Source: an optimization exercise on an open RTL-to-GDS flow (aim: small area, a short achievable clock period and few clock cycles). Production flows keep margins and buffers that such runs may drop.
Function was checked by simulation only, so behaviour that the tests miss may differ from the original.

## middle
## strobe_energy
module strobe_energy (
    input  wire        clk,
    input  wire        rst,
    input  wire        tbl_we,
    input  wire [2:0]  tbl_sel,
    input  wire [3:0]  tbl_idx,
    input  wire [31:0] tbl_data,
    input  wire        step_start,
    input  wire [15:0] step_theta,
    input  wire [10:0] step_density,
    input  wire        step_boost,
    input  wire [2:0]  step_pclass,
    input  wire [1:0]  step_nsub,
    input  wire        step_clamp,
    input  wire        dot_valid,
    output wire        dot_ready,
    input  wire [1:0]  dot_value,
    input  wire [3:0]  dot_hist,
    output wire        res_valid,
    input  wire        res_ready,
    output wire [22:0] res_energy,
    output wire [3:0]  res_mask
);
For scale: roughly 8000 cells after synthesis, about 1400 flip-flops, ~110 I/O pins, about 91000 um^2 of cells after synthesis.
==> flow/config.mk <==
export PLATFORM = sky130hd
export DESIGN_NAME = strobe_energy
export DESIGN_NICKNAME = strobe_energy
export VERILOG_FILES = /design/flow/design.v
export SDC_FILE = /design/flow/constraint.sdc
export NUM_CORES = 4
export LEC_CHECK = 0
export CAP_MARGIN = 20
export CORE_MARGIN = 2
export CORE_UTILIZATION = 40
export CTS_CLUSTER_DIAMETER = 150
export CTS_CLUSTER_SIZE = 20
export PLACE_DENSITY = 0.6
export SLEW_MARGIN = 20
==> flow/constraint.sdc <==
create_clock -name core_clock -period 52.0 [get_ports {clk}]
set_input_delay 10.4000 -clock core_clock [delete_from_list [all_inputs] [get_ports {clk}]]
set_output_delay 10.4000 -clock core_clock [all_outputs]
set_load 0.01 [all_outputs]
standard.sh (not shown) runs the stock make flow with config.mk's settings and CLKGATE_MAP_FILE= SYNTH_SCRIPT=/design/flow/synth_recipe.tcl, a recipe that flattens the netlist after the stock synthesis.
==> flow/flow/run.sh <==
#!/bin/bash
# The standard layout, except that the input and output ports are buffered
# with buf_4 cells instead of the delay buffers buffer_ports picks by default.
# make's full output (which holds every tool's output) goes to flow_make.log;
# ORFS also keeps each step's log under orfs/logs/.
set -o pipefail
bash standard.sh "BUFFER_PORTS_ARGS=-buffer_cell sky130_fd_sc_hd__buf_4" finish > flow_make.log 2>&1
Testbench counts of middle, summed over its fixed seeds: cycles 19,886.
For west, these inputs were changed with respect to middle:
--- a/flow/design.v
+++ b/flow/design.v
@@ -58,12 +58,13 @@
                 TBL_BOOST:  boost_tbl[wr_idx[2:0]] <= wr_data[11:0];
                 default: ;
             endcase
         end
     end
     localparam ST_IDLE = 4'd0;
+    localparam ST_CMP  = 4'd10;
     localparam ST_RDLO = 4'd1;
     localparam ST_RDHI = 4'd2;
     localparam ST_MUL  = 4'd3;
     localparam ST_DIV  = 4'd4;
     localparam ST_UPS  = 4'd5;
     localparam ST_UP2  = 4'd6;
@@ -111,17 +112,17 @@
     always @(*) begin
         for (i = 0; i < 16; i = i + 1)
             ge[i] = ge16s(theta, temp_pt[i]);
     end
     wire [16:0] gl = {1'b0, ge[15:1], 1'b1};
     wire [15:0] sel_lo = gl[15:0] & ~gl[16:1];
-    reg  [14:0] sel_q;
+    reg  [15:0] sel_q;
     reg         interp;
-    wire [15:0] rsel = (state == ST_RDHI) ? {sel_q, 1'b0} : sel_lo;
+    wire [15:0] rsel = (state == ST_RDHI) ? {sel_q[14:0], 1'b0} : sel_q;
     always @(posedge clk) begin
-        sel_q  <= sel_lo[14:0];
+        sel_q  <= sel_lo;
         interp <= ge[0] && !ge[15];
     end
     reg [15:0] rd_pt;
     reg [11:0] rd_sc;
     always @(*) begin
         rd_pt = 16'd0;
@@ -206,13 +207,13 @@
         end
     end
     reg  [15:0] m1_a;
     reg  [11:0] m1_b;
     always @(*) begin
         case (state)
-            ST_RDLO: begin m1_a = energy_target[0]; m1_b = 12'd614; end
+            ST_CMP:  begin m1_a = energy_target[0]; m1_b = 12'd614; end
             ST_MUL:  begin m1_a = theta;            m1_b = dv[11:0]; end
             default: begin
                 m1_a = cls_lo ? energy_target[1] : energy_target[0];
                 m1_b = m_rd;
             end
         endcase
@@ -282,13 +283,14 @@
             if (!out_v || res_ready)
                 out_v <= sk_v || push;
             sk_v <= sk_v ? !pop : (push && out_v && !res_ready);
             case (state)
                 ST_IDLE, ST_RUN:
                     if (step_start)
-                        state <= ST_RDLO;
+                        state <= ST_CMP;
+                ST_CMP:  state <= ST_RDLO;
                 ST_RDLO: state <= ST_RDHI;
                 ST_RDHI: state <= interp ? ST_MUL : ST_UPS;
                 ST_MUL:  state <= ST_DIV;
                 ST_DIV:
                     if (cnt == DIV_CYC - 1)
                         state <= ST_UPS;
@@ -342,17 +344,19 @@
                     density  <= step_density;
                     boost    <= {8'd0, step_boost, step_pclass};
                     nsub     <= step_nsub;
                     clamp_on <= step_clamp;
                 end
             end
+            ST_CMP: begin
+                boost   <= boost_sel;
+                clamp_e <= m1_p[25:10];
+            end
             ST_RDLO: begin
                 e1      <= {5'd0, rd_pt};
                 scale   <= rd_sc;
-                boost   <= boost_sel;
-                clamp_e <= m1_p[25:10];
             end
             ST_RDHI: begin
                 e1    <= {5'd0, rd_pt - span};
                 cnt   <= (ip_ds[11:4] == 8'd0) ? 3'd4 :
                          (ip_ds[11:8] == 4'd0) ? 3'd2 : 3'd0;
                 e0    <= {5'd0, ip_dt};
### Flow results
Between middle and west, source-to-sink clock delay at the later pin of the worst-skew pair is higher for west, middle comes in under that. west ended up with a2111oi_0 as its slowest library cell on the worst path; middle ended up with edfxtp_1. Of the two values seen for critical path startpoint, e0[1]$_DFFE_PP_ was produced by west and e0[0]$_DFFE_PP_ by middle. Comparing middle and west, worst-case hold slack is higher on middle. Diff middle -> west: total global routing track utilization moved down; worst path setup slack after routing higher. On number of clock sinks seen by CTS, middle and west are neck and neck. Diff middle -> west | critical path depth | down by a few percent.
Testbench counts of west, summed over its fixed seeds: cycles 19,982.

[port drivers added, routing unchanged]
How much do the figures lean on ideal ports? The routed layouts below were timed once more, with nothing changed but the port constraints. Step 1 (the two cells are an assumption about what drives the block):
set clk [get_ports {clk}]
set_driving_cell -lib_cell sky130_fd_sc_hd__clkbuf_16 $clk
set_driving_cell -lib_cell sky130_fd_sc_hd__buf_2 [delete_from_list [all_inputs] $clk]
Step 2, shift: input delay + t, output delay - t, t = (earliest + latest rising clock arrival at the registers) / 2. This alone moves slack from input paths to output paths. Slacks: no drivers / after step 1 / after step 2; pairs: no drivers / after step 1.
run	t (ns)	slack for setup (ns)	worst register clock-pin slew, ns	pins driven straight from the clock port
middle	0.840	39.126 / 39.126 / 39.126	0.11 / 0.11	1
west	0.828	40.266 / 40.200 / 39.728	0.11 / 0.11	1
After both steps setup and hold are still met in every run listed. For west, which loses most, drivers alone change the setup slack by -0.066 ns; drivers and shift together by -0.538 ns.
